This design comes from an exercise in tuning for small area on the open sky130 flow, not from production work.
In this exercise RTL edits were held to simulation tests only and were not proved equivalent to the original.
No activity file was given, so power comes from the tool's default toggle rates.

[flow/design.v]
module xarn_dir (
    input  wire        clk,
    input  wire        rst,
    input  wire        fill_ok,       
    input  wire        in_k,
    input  wire [7:0]  in_d,
    output reg         out_k,
    output reg  [7:0]  out_d,
    input  wire        active,
    input  wire [4:0]  my_addr,
    input  wire        has_keeper,
    input  wire [3:0]  keeper_mtag,
    input  wire        rb_full,
    input  wire [2:0]  rb_mtag_hi,    
    input  wire [63:0] rb_body,       
    output wire        rb_pop,        
    output reg         acc_valid,
    output wire [3:0]  acc_mtag,
    output wire [3:0]  acc_op,
    output wire [2:0]  acc_tag,
    output wire [23:0] acc_addr,
    output wire [31:0] acc_data,
    output wire        crc_err_evt,   
    output wire        consumed_evt,
    output wire        addr_set,      
    output wire [4:0]  addr_val,
    output wire        enum_full_evt
);
    localparam [3:0] OP_IDLE = 4'd0, OP_READ = 4'd1, OP_WRITE = 4'd2, OP_BWRITE = 4'd3,
                     OP_ENUM = 4'd4, OP_CLAIM = 4'd5, OP_PREPARE = 4'd7, OP_COMMIT = 4'd8,
                     OP_TIMESET = 4'd9;
    localparam [3:0] POS_NONE = 4'd15;
    localparam [7:0] K28_5 = 8'hBC, K30_7 = 8'hFE;
    localparam [1:0] M_RAW = 2'd0, M_FWD = 2'd1, M_IDLE = 2'd2, M_INS = 2'd3;
    function [15:0] crc_byte;
        input [15:0] c;
        input [7:0]  b;
        integer i;
        reg [15:0] x;
        begin
            x = c;
            for (i = 7; i >= 0; i = i - 1)
                x = {x[14:0], 1'b0} ^ ((x[15] ^ b[i]) ? 16'h1021 : 16'h0000);
            crc_byte = x;
        end
    endfunction
    function [3:0] pos_next;
        input [3:0] p;
        input       comma;
        begin
            if (comma)
                pos_next = 4'd0;
            else if (p <= 4'd10)
                pos_next = p + 4'd1;
            else
                pos_next = POS_NONE;
        end
    endfunction
    reg       k0, k1, k2, k3;
    reg [7:0] d0, d1, d2, d3, d4, d5, d6, d7, d8, d9, d10;
    reg [2:0] d11;
    reg [3:0] ipos;           
    reg [3:0] opos;           
    reg       f_act;          
    reg       f_kerr;         
    reg [15:0] crc_in;
    reg       f_consume;      
    reg       f_eu;           
    reg [1:0] mode;           
    reg       tail_k;         
    wire [4:0] p_dest = d1[7:3];
    wire [3:0] p_op   = d0[6:3];
    wire p_addressed = (p_op == OP_READ || p_op == OP_WRITE || p_op == OP_CLAIM) &&
                       (p_dest == my_addr) && (my_addr != 5'd0);
    wire p_reserved  = (p_op >= 4'd10) && (p_op <= 4'd14);
    wire p_free      = (p_op == OP_IDLE) || p_addressed || p_reserved;
    wire at_choice   = (ipos == 4'd2);
    wire p_ins       = f_act && p_free && rb_full;
    wire       e_enum = (d7[6:3] == OP_ENUM) && (d8[7:3] == 5'd31);
    wire       e_unassigned = (my_addr == 5'd0) ||
                              (d3[7] && (!has_keeper || {d8[2:0], d7[7]} == keeper_mtag));
    wire [15:0] crc_nx = crc_byte(crc_in, d0);
    wire at_end  = (ipos == 4'd11);
    wire c_void  = k0 && (d0 == K30_7) && k1 && (d1 == K30_7);
    wire c_pass  = !f_kerr && !k0 && (crc_nx == 16'd0);
    wire c_bcast = (d10[7:3] == 5'd31) &&
                   (d9[6:3] == OP_BWRITE || d9[6:3] == OP_ENUM || d9[6:3] == OP_PREPARE ||
                    d9[6:3] == OP_COMMIT || d9[6:3] == OP_TIMESET);
    always @(posedge clk) begin
        d0 <= in_d; d1 <= d0;
        d2[2:0] <= d1[2:0];
        d2[7:3] <= (at_choice && p_ins) ? my_addr : d1[7:3];
        d3 <= d2; d4 <= d3; d5 <= d4; d6 <= d5; d7 <= d6; d8 <= d7; d9 <= d8; d10 <= d9;
        d11 <= d10[2:0];
        crc_in <= (ipos == 4'd0) ? 16'hFFFF : crc_nx;
        f_kerr <= (ipos == 4'd0) ? 1'b0 : (f_kerr | k0);
        if (ipos == 4'd0)
            f_act <= active;
        if (at_choice)
            f_consume <= p_addressed;
        if (ipos == 4'd9)
            f_eu <= e_enum && e_unassigned;
        if (at_end)
            tail_k <= f_act && !c_pass;
    end
    always @(posedge clk) begin
        if (rst) begin
            k0 <= 1'b0; k1 <= 1'b0; k2 <= 1'b0; k3 <= 1'b0;
            ipos <= POS_NONE; opos <= POS_NONE;
            mode <= M_RAW;
            acc_valid <= 1'b0;
        end else begin
            k0 <= in_k; k1 <= k0; k2 <= k1; k3 <= k2;
            ipos <= pos_next(ipos, in_k && (in_d == K28_5));
            opos <= pos_next(opos, k2 && (d2 == K28_5));
            if (at_choice) begin
                if (!f_act)
                    mode <= M_RAW;
                else if (p_ins)
                    mode <= M_INS;
                else if (p_addressed || p_reserved)
                    mode <= M_IDLE;
                else
                    mode <= M_FWD;
            end
            acc_valid   <= at_end && f_act && c_pass && (f_consume || c_bcast);
        end
    end
    assign rb_pop = (ipos == 4'd3) && (mode == M_INS);
    assign acc_mtag = {d11, d10[7]};
    assign acc_op   = d10[6:3];
    assign acc_tag  = d10[2:0];
    assign acc_addr = {d9, d8, d7};
    assign acc_data = {d6, d5, d4, d3};
    assign crc_err_evt   = at_end && f_act && !c_pass && !c_void;
    assign consumed_evt  = at_end && f_act && c_pass && f_consume;
    wire   e_full        = (d3[4:0] == 5'd31);
    wire   e_take        = f_eu && (d3[4:0] != 5'd0) && !e_full;
    assign addr_set      = acc_valid && f_eu;
    assign addr_val      = e_full ? 5'd0 : d3[4:0];
    assign enum_full_evt = acc_valid && f_eu && e_full;
    reg [63:0] ins;           
    reg [15:0] crc_out;
    wire o_body = (opos >= 4'd1) && (opos <= 4'd9);
    wire o_crc  = (opos == 4'd10) || (opos == 4'd11);
    wire o_repl = mode[1];
    reg [7:0] o_byte;
    always @(*) begin
        if (o_crc)
            o_byte = crc_out[15:8];
        else if (o_body && o_repl)
            o_byte = (mode == M_IDLE) ? 8'd0 :
                     (opos == 4'd1) ? {d3[7:3], rb_mtag_hi} : ins[63:56];
        else if (opos == 4'd9 && e_take)
            o_byte = {d3[7:5], d3[4:0] + 5'd1};
        else
            o_byte = d3;
    end
    wire o_raw   = (mode == M_RAW) || !(o_body || o_crc);
    wire o_void  = o_crc && (mode == M_FWD) && tail_k;
    always @(posedge clk) begin
        crc_out <= (opos == 4'd0) ? 16'hFFFF : crc_byte(crc_out, o_byte);
        ins[63:8] <= (opos == 4'd1) ? rb_body[63:8] : ins[55:0];
        ins[7:0]  <= rb_body[7:0];
    end
    always @(posedge clk) begin
        if (rst || !fill_ok) begin
            out_k <= 1'b0;
            out_d <= 8'd0;
        end else if (o_raw) begin
            out_k <= k3;
            out_d <= d3;
        end else if (o_void) begin
            out_k <= 1'b1;
            out_d <= K30_7;
        end else begin
            out_k <= (mode == M_FWD) && !o_crc && k3;
            out_d <= o_byte;
        end
    end
endmodule
module xarn_node (
    input  wire        clk,
    input  wire        rst,
    input  wire        in_a_k,
    input  wire [7:0]  in_a_d,
    input  wire        in_b_k,
    input  wire [7:0]  in_b_d,
    output wire        out_a_k,
    output wire [7:0]  out_a_d,
    output wire        out_b_k,
    output wire [7:0]  out_b_d,
    input  wire        active,
    input  wire        has_keeper,
    input  wire [3:0]  keeper_mtag,
    input  wire        resp_valid,
    output wire        resp_ready,
    input  wire        resp_port,
    input  wire [3:0]  resp_mtag,
    input  wire [2:0]  resp_tag,
    input  wire [3:0]  resp_code,
    input  wire [3:0]  resp_op,
    input  wire [15:0] resp_addr,
    input  wire [31:0] resp_data,
    output wire        acc_a_valid,
    output wire [3:0]  acc_a_mtag,
    output wire [3:0]  acc_a_op,
    output wire [2:0]  acc_a_tag,
    output wire [23:0] acc_a_addr,
    output wire [31:0] acc_a_data,
    output wire        acc_b_valid,
    output wire [3:0]  acc_b_mtag,
    output wire [3:0]  acc_b_op,
    output wire [2:0]  acc_b_tag,
    output wire [23:0] acc_b_addr,
    output wire [31:0] acc_b_data,
    output reg  [4:0]  dev_addr,
    output reg         enum_full,
    input  wire        enum_full_clr,
    input  wire        snap_clr,
    output reg  [47:0] crc_err_a,
    output reg  [47:0] crc_err_b,
    output reg  [47:0] frames_in
);
    reg        rb_a_full, rb_b_full;
    reg [62:0] rb_a, rb_b;    
    wire       rb_a_pop, rb_b_pop;
    assign resp_ready = resp_port ? !rb_b_full : !rb_a_full;
    wire push_a = resp_valid && !rb_a_full && !resp_port;
    wire push_b = resp_valid && !rb_b_full &&  resp_port;
    wire [62:0] resp_w = {resp_mtag, resp_tag, resp_code, resp_op, resp_addr, resp_data};
    always @(posedge clk) begin
        if (rst) begin
            rb_a_full <= 1'b0;
            rb_b_full <= 1'b0;
        end else begin
            if (push_a)
                rb_a_full <= 1'b1;
            else if (rb_a_pop)
                rb_a_full <= 1'b0;
            if (push_b)
                rb_b_full <= 1'b1;
            else if (rb_b_pop)
                rb_b_full <= 1'b0;
        end
    end
    always @(posedge clk) begin
        if (push_a) rb_a <= resp_w;
        if (push_b) rb_b <= resp_w;
    end
    wire [63:0] rb_a_body = {rb_a[59], 4'hF, rb_a[58:0]};
    wire [63:0] rb_b_body = {rb_b[59], 4'hF, rb_b[58:0]};
    reg [2:0] fill;
    always @(posedge clk) begin
        if (rst)
            fill <= 3'd0;
        else if (!fill[2])
            fill <= fill + 3'd1;
    end
    wire       ab_crc_err, ab_consumed, ab_addr_set, ab_full;
    wire       ba_crc_err, ba_consumed, ba_addr_set, ba_full;
    wire [4:0] ab_addr_val, ba_addr_val;
    xarn_dir u_ab (
        .clk(clk), .rst(rst), .fill_ok(fill[2]),
        .in_k(in_a_k), .in_d(in_a_d), .out_k(out_b_k), .out_d(out_b_d),
        .active(active), .my_addr(dev_addr), .has_keeper(has_keeper), .keeper_mtag(keeper_mtag),
        .rb_full(rb_b_full), .rb_mtag_hi(rb_b[62:60]), .rb_body(rb_b_body), .rb_pop(rb_b_pop),
        .acc_valid(acc_a_valid), .acc_mtag(acc_a_mtag), .acc_op(acc_a_op), .acc_tag(acc_a_tag),
        .acc_addr(acc_a_addr), .acc_data(acc_a_data),
        .crc_err_evt(ab_crc_err), .consumed_evt(ab_consumed),
        .addr_set(ab_addr_set), .addr_val(ab_addr_val), .enum_full_evt(ab_full)
    );
    xarn_dir u_ba (
        .clk(clk), .rst(rst), .fill_ok(fill[2]),
        .in_k(in_b_k), .in_d(in_b_d), .out_k(out_a_k), .out_d(out_a_d),
        .active(active), .my_addr(dev_addr), .has_keeper(has_keeper), .keeper_mtag(keeper_mtag),
        .rb_full(rb_a_full), .rb_mtag_hi(rb_a[62:60]), .rb_body(rb_a_body), .rb_pop(rb_a_pop),
        .acc_valid(acc_b_valid), .acc_mtag(acc_b_mtag), .acc_op(acc_b_op), .acc_tag(acc_b_tag),
        .acc_addr(acc_b_addr), .acc_data(acc_b_data),
        .crc_err_evt(ba_crc_err), .consumed_evt(ba_consumed),
        .addr_set(ba_addr_set), .addr_val(ba_addr_val), .enum_full_evt(ba_full)
    );
    always @(posedge clk) begin
        if (rst) begin
            dev_addr  <= 5'd0;
            enum_full <= 1'b0;
        end else begin
            if (ab_addr_set)
                dev_addr <= ab_addr_val;
            else if (ba_addr_set)
                dev_addr <= ba_addr_val;
            if (ab_full || ba_full)
                enum_full <= 1'b1;
            else if (enum_full_clr)
                enum_full <= 1'b0;
        end
    end
    wire [47:0] live_crc_a, live_crc_b, live_frames;
    wire [47:0] snap_crc_a, snap_crc_b, snap_frames;
    xarn_count u_crc_a (.clk(clk), .rst(rst), .snap(snap_clr), .inc0(ab_crc_err), .inc1(1'b0),
                        .live(live_crc_a), .snapshot(snap_crc_a));
    xarn_count u_crc_b (.clk(clk), .rst(rst), .snap(snap_clr), .inc0(ba_crc_err), .inc1(1'b0),
                        .live(live_crc_b), .snapshot(snap_crc_b));
    xarn_count u_frames (.clk(clk), .rst(rst), .snap(snap_clr), .inc0(ab_consumed), .inc1(ba_consumed),
                        .live(live_frames), .snapshot(snap_frames));
    always @(*) begin
        crc_err_a = snap_crc_a;
        crc_err_b = snap_crc_b;
        frames_in = snap_frames;
    end
endmodule
module xarn_count (
    input  wire        clk,
    input  wire        rst,
    input  wire        snap,
    input  wire        inc0,
    input  wire        inc1,
    output reg  [47:0] live,
    output reg  [47:0] snapshot
);
    wire [47:0] base = snap ? 48'd0 : live;
    wire [48:1] c;
    assign c[1] = (inc0 & inc1) | (base[0] & (inc0 ^ inc1));
    genvar i;
    generate
        for (i = 1; i < 48; i = i + 1) begin : g_carry
            if (i == 7)
                assign c[8] = c[1] & (&base[7:1]);
            else if (i % 8 == 7)
                assign c[i+1] = c[i-7] & (&base[i:i-7]);
            else
                assign c[i+1] = c[i] & base[i];
        end
    endgenerate
    wire [47:0] nxt = {base[47:1] ^ c[47:1], base[0] ^ inc0 ^ inc1};
    always @(posedge clk) begin
        if (rst) begin
            live     <= 48'd0;
            snapshot <= 48'd0;
        end else begin
            live <= nxt;
            if (snap)
                snapshot <= live;
        end
    end
endmodule
[flow/flow/run.sh]
#!/bin/bash
# Layout flow: the standard ORFS flow with three changes.
# 1. After the standard synthesis (run unchanged), the combinational logic is
#    re-mapped by ABC for area (flow/remap.ys); every register keeps its cell,
#    name and connections.
# 2. Port buffers are sky130_fd_sc_hd__buf_1.
# 3. The clock tree uses clkbuf_8 in clusters of up to 16 sinks, without
#    dummy loads.
# Each step's output goes to its own log here.
set -euo pipefail

WORK=$(pwd)
RES=$WORK/orfs/results/sky130hd/xarn_node/base
LIB=$FLOW_HOME/platforms/sky130hd/lib/sky130_fd_sc_hd__tt_025C_1v80.lib
YOSYS=$(command -v yosys || echo $FLOW_HOME/../tools/install/yosys/bin/yosys)

export BUFFER_PORTS_ARGS="-buffer_cell sky130_fd_sc_hd__buf_1"
export CTS_ARGS="-sink_clustering_enable -repair_clock_nets -buf_list sky130_fd_sc_hd__clkbuf_8 -sink_clustering_size 16 -sink_clustering_max_diameter 80 -dont_use_dummy_load"

bash standard.sh synth > synth.log 2>&1

# combinational re-map
mkdir -p remap
cp $RES/1_2_yosys.v remap/netlist_std.v
python3 flow/libmodels.py $LIB remap/models.v > remap_models.log 2>&1
sed "s#lib.lib#$LIB#g" flow/remap.ys > remap/remap.ys
cp flow/remap.abc remap/
(cd remap && $YOSYS -s remap.ys) > remap.log 2>&1
cp remap/netlist_remap.v $RES/1_2_yosys.v
rm -f $RES/1_synth.odb $RES/1_synth.sdc
bash standard.sh synth > synth_odb.log 2>&1

bash standard.sh floorplan  > floorplan.log 2>&1
bash standard.sh place      > place.log 2>&1
bash standard.sh cts        > cts.log 2>&1
bash standard.sh grt        > grt.log 2>&1
bash standard.sh route      > route.log 2>&1
bash standard.sh finish     > finish.log 2>&1
test -f out/final.def
[flow/flow/libmodels.py]
# Verilog models of a liberty file's cells for Yosys: each combinational
# cell as assigns of its pin functions, each other cell as a blackbox.
import re
import sys

txt = open(sys.argv[1]).read()


def conv(f):
    f = f.strip().strip('"')
    f = re.sub(r"([A-Za-z_][A-Za-z0-9_]*)'", r"(!\1)", f)
    f = f.replace('+', '|').replace('!', '~')
    f = re.sub(r'([A-Za-z0-9_)])\s+(?=[A-Za-z_(~])', r'\1 & ', f)
    return f


out = []
for c in re.split(r'\n\s*cell\s*\(', txt)[1:]:
    name = re.match(r'\s*"?(\w+)"?', c).group(1)
    pins = []
    for m in re.finditer(r'(?<![a-z_])pin\s*\(\s*"?(\w+)"?\s*\)\s*\{', c):
        pn = m.group(1)
        if pn in [p for p, _, _ in pins]:
            continue
        body = c[m.end():]
        nxt = re.search(r'(?<![a-z_])pin\s*\(', body)
        body = body[:nxt.start()] if nxt else body
        d = re.search(r'direction\s*:\s*"?(\w+)"?', body).group(1)
        fm = re.search(r'\bfunction\s*:\s*("[^"]*")', body)
        pins.append((pn, d, fm.group(1) if fm else None))
    seq = re.search(r'\n\s*(ff|latch|statetable)\s*\(', c) is not None
    decl = ['%s %s;' % ({'input': 'input', 'output': 'output'}.get(d, 'inout'), p)
            for p, d, _ in pins]
    ports = ', '.join(p for p, _, _ in pins)
    if seq or any(d == 'output' and f is None for _, d, f in pins):
        out.append('(* blackbox *)\nmodule %s(%s);\n  %s\nendmodule' % (name, ports, '\n  '.join(decl)))
    else:
        body = ['assign %s = %s;' % (p, conv(f)) for p, d, f in pins if d == 'output']
        out.append('module %s(%s);\n  %s\n  %s\nendmodule' % (name, ports, '\n  '.join(decl), '\n  '.join(body)))
open(sys.argv[2], 'w').write('\n'.join(out) + '\n')
[flow/flow/remap.abc]
strash; &get -n; &fraig -x; &deepsyn -T 60; &put; &get -n; &dch -f; &nf -R 1000; &put
[flow/flow/remap.ys]
# Re-map the combinational logic of the standard synthesis netlist for area.
# Registers stay the cells, names and connections the standard synthesis gave.
read_verilog models.v
read_verilog netlist_std.v
hierarchy -top xarn_node
flatten
delete t:$scopeinfo
# the flattened cells' pin wires must not name nets, so ports and register
# outputs keep their names
rename -hide w:_*_.*
techmap
opt -fast
opt_clean
abc -liberty lib.lib -dont_use *lpflow* -dont_use *probe* -dont_use *clkdly* -dont_use *dlygate* -dont_use *dlymetal* -script remap.abc
opt_clean
hilomap -singleton -hicell sky130_fd_sc_hd__conb_1 HI -locell sky130_fd_sc_hd__conb_1 LO
splitnets
opt_clean -purge
insbuf -buf sky130_fd_sc_hd__buf_4 A X
hierarchy -top xarn_node
check
stat -liberty lib.lib
write_verilog -noattr -nohex -nodec netlist_remap.v
[flow/standard.sh]
#!/bin/bash
# synth_recipe.tcl (not shown) runs the flow's synth.tcl, then flattens the netlist and writes it again
# the make line also repeats each setting of config.mk as NAME=value (left out here)
make -C /OpenROAD-flow-scripts/flow DESIGN_CONFIG=/design/flow/config.mk WORK_HOME=/design/flow/orfs CLKGATE_MAP_FILE= SYNTH_SCRIPT=/design/flow/synth_recipe.tcl "${@:-finish}"
[flow/config.mk]
export PLATFORM = sky130hd
export DESIGN_NAME = xarn_node
export DESIGN_NICKNAME = xarn_node
export VERILOG_FILES = /design/flow/design.v
export SDC_FILE = /design/flow/constraint.sdc
export NUM_CORES = 4
export LEC_CHECK = 0
export CAP_MARGIN = 20
export CORE_MARGIN = 2
export CORE_UTILIZATION = 55
export PLACE_DENSITY = 0.7
export SLEW_MARGIN = 20
[flow/constraint.sdc]
create_clock -name core_clock -period 8.0 [get_ports {clk}]
set_input_delay 1.6000 -clock core_clock [delete_from_list [all_inputs] [get_ports {clk}]]
set_output_delay 1.6000 -clock core_clock [all_outputs]
set_load 0.01 [all_outputs]
==> summary.txt <==
==> cell usage in the layout (no fill, tap or decap), types with 6 or more instances in the layout <==
cell type / count
a22o_1: 146
and2_4: 15
nand4_1: 20
o22ai_1: 9
and3_4: 7
nor2b_1: 20
nor4_1: 14
nand2_1: 76
or3_1: 6
nor3_1: 84
nand3_1: 16
a31oi_1: 8
o21ai_0: 106
xor2_1: 38
clkinv_1: 24
xnor2_1: 34
a222oi_1: 6
dfxtp_1: 720
and2_1: 12
a211oi_1: 21
clkbuf_8: 59
and2_0: 25
nor2_1: 133
edfxtp_1: 134
buf_1: 396
and4_1: 6
and3_1: 48
buf_4: 78
or2_0: 14
mux2_1: 112
a21oi_1: 170
==> per-layer routing <==
layer / vias to the layer above / track usage / share of wire
li1: 8783 / - / -
met1: 8566 / 0.299 / 0.44
met2: 499 / 0.389 / 0.47
met3: 115 / 0.0586 / 0.065
met4: 10 / 0.0791 / 0.031
met5: - / 0 / 0.0011
==> power breakdown <==
part	total (W)	switching (W)	internal, W
logic	0.00100	0.000569	0.000431
registers	0.00484	0.000161	0.00468
clock network	0.00189	0.00123	0.000659
==> what timing repair did <==
action | CTS | global route
pin swaps | 1 | 9
setup endpoints to repair | 9 | 13
hold buffers | 0 | 0
buffers inserted | 0 | 1
endpoints found under the hold margin | 0 | 0
resized for setup | 21 | 31
==> state kept, by name (all words and copies together), names as in the netlist, 63 cells and up <==
name / count
u_ab.ins: 64
u_ba.ins: 64
rb_a: 63
rb_b: 63
==> worst paths after layout <==
kind,from,slack [ns],depth (start not counted),end
setup / recovery,u_ba.crc_in[14],0.43,41,u_frames.live[47]
hold / removal,rb_b[6],0.32,0,u_ab.ins[6]
setup reg to reg,u_ba.crc_in[14],0.43,41,u_frames.live[47]
hold reg to reg,rb_b[6],0.32,0,u_ab.ins[6]
==> cell type report <==
type / instances / area, um2 / area share
Sequential cell: 857 / 18500 / 0.608
Tap cell: 615 / 769 / 0.0253
Clock buffer: 59 / 812 / 0.0267
Multi-Input combinational cell: 1226 / 8150 / 0.268
Inverter: 25 / 98.8 / 0.00325
Antenna cell: 5 / 12.5 / 0.000411
Timing Repair Buffer: 477 / 2110 / 0.0692
==> per-stage QoR <==
step                      total power [W]   util  worst slack [ns]  instance area (um2)  TNS, ns
after floorplan                   0.00556      -            0.0207                26600        0
after global placement            0.00591  0.617            -0.548                29500    -2.28
after detailed placement          0.00592  0.618            -0.906                29500    -5.85
after CTS                         0.00779  0.635            0.0346                30300        0
after global routing              0.00809  0.638           -0.0475                30400  -0.0713
final                             0.00773  0.638             0.427                30500        0
==> impl_metrics.tcl <==
set metrics [dict create \
    fin_cells 3264 \
    die-height_um 224 \
    ir_drop_mv 0.199 \
    vias 17973 \
    drive_gt1_frac 0.0688 \
    cts_tree "done" \
    status "finished clean" \
    antenna_found_initial 10 \
    worst_slew_pin_slew_ns 0.999 \
    crit_path_top_delay_cell "dfxtp_1" \
    power.leakage_nw 11.5 \
    fin_skew_ns 0.0304 \
    critPathMaxStageDelay_ns 0.34 \
    portBuffers 397 \
    wl_mm 60.4 \
    crit_path_end_kind "register" \
    rows 80 \
    grt_pass1_wl_mm 92.9 \
    fmax_mhz 132 \
    dp_cells 3199 \
    cp.arrival_ns 8.12 \
    period_share 0.947 \
    postSynthNetCount 2201 \
    worstSetupPathType "register to register" \
    io_pins 398 \
    hold_violations 0 \
    required_ns 8.54 \
    area_growth_pct 14.5 \
    antenna_left 0 \
    cts-buffers-inserted 59 \
    clk_path_buf_depth 3 \
    cts-root-buf "clkbuf_8" \
    worstSkewPairLatency_ns 0.68 \
    drt_iter0_drc 925 \
    synthCells 2108 \
    grt_overflow_total 0 \
    crit_top_cell "and2_4" \
    dieArea_um2 50100 \
    start_util 0.557 \
    cp_top_family "simple AND/OR/NAND/NOR gates" \
    hpwl_mm 42.2 \
    holdCritPathClass "register to register" \
    drv_slew 0 \
    h-tree-depth 2 \
    wl_per_cell_um 18.5 \
    powerDensity_nw_per_um2 254 \
    nFillCells 3760 \
    holdWs_ns 0.319 \
    grt_max_degree 108 \
    nNetsFinal 2739 \
    crit_buf_inv 2 \
    die_w_um 224 \
    cts_sinks 857 \
    grt_usage 0.234 \
    fin_crit_ns 7.57 \
    drc 0 \
    grt_pass1_vias 17121 \
    place.gp.congestion 0.883 \
    syn_area_per_cell_um2 12.6 \
    setup_viol 0 \
    worstPathMaxFanout 5 \
    core_area_um2 47700 \
    clk_pin_slew_ns 0.10 \
    ys_warn_count 3 \
    grt_setup_unrepaired "yes" \
    slew-limit-headroom 0.327 \
    viasPerCell 5.51 \
    drtPass1Iterations 5 \
    synth_area_um2 26600 \
    critPathLaunchType "register" \
    maxCapViolCount 0 \
]

separate check: timing with driven ports:
In the flow no input, the clock included, has a driving cell. The finished layout below was timed again as built, in two steps. Step 1: set_driving_cell puts a clkbuf_16 on clk and a buf_2 on each other input, an assumption about the parent block. Step 2 adds t to the input delays and takes it off the output delays; t is the mean of the earliest and latest rising clock arrival at the registers after step 1. Input paths then give back, and output paths get back, about the clock's delay inside the block. a / b / c = no drivers / after step 1 / after step 2; a / b = the first two.
t (ns): 0.724
setup slack, ns: 0.427 / 0.427 / -0.094
cell pins on the clock port's net: 1
Met with ideal ports but missed after step 2: setup timing in this run. For this run, drivers alone change the setup slack by 0.000 ns; drivers and shift together by -0.521 ns.
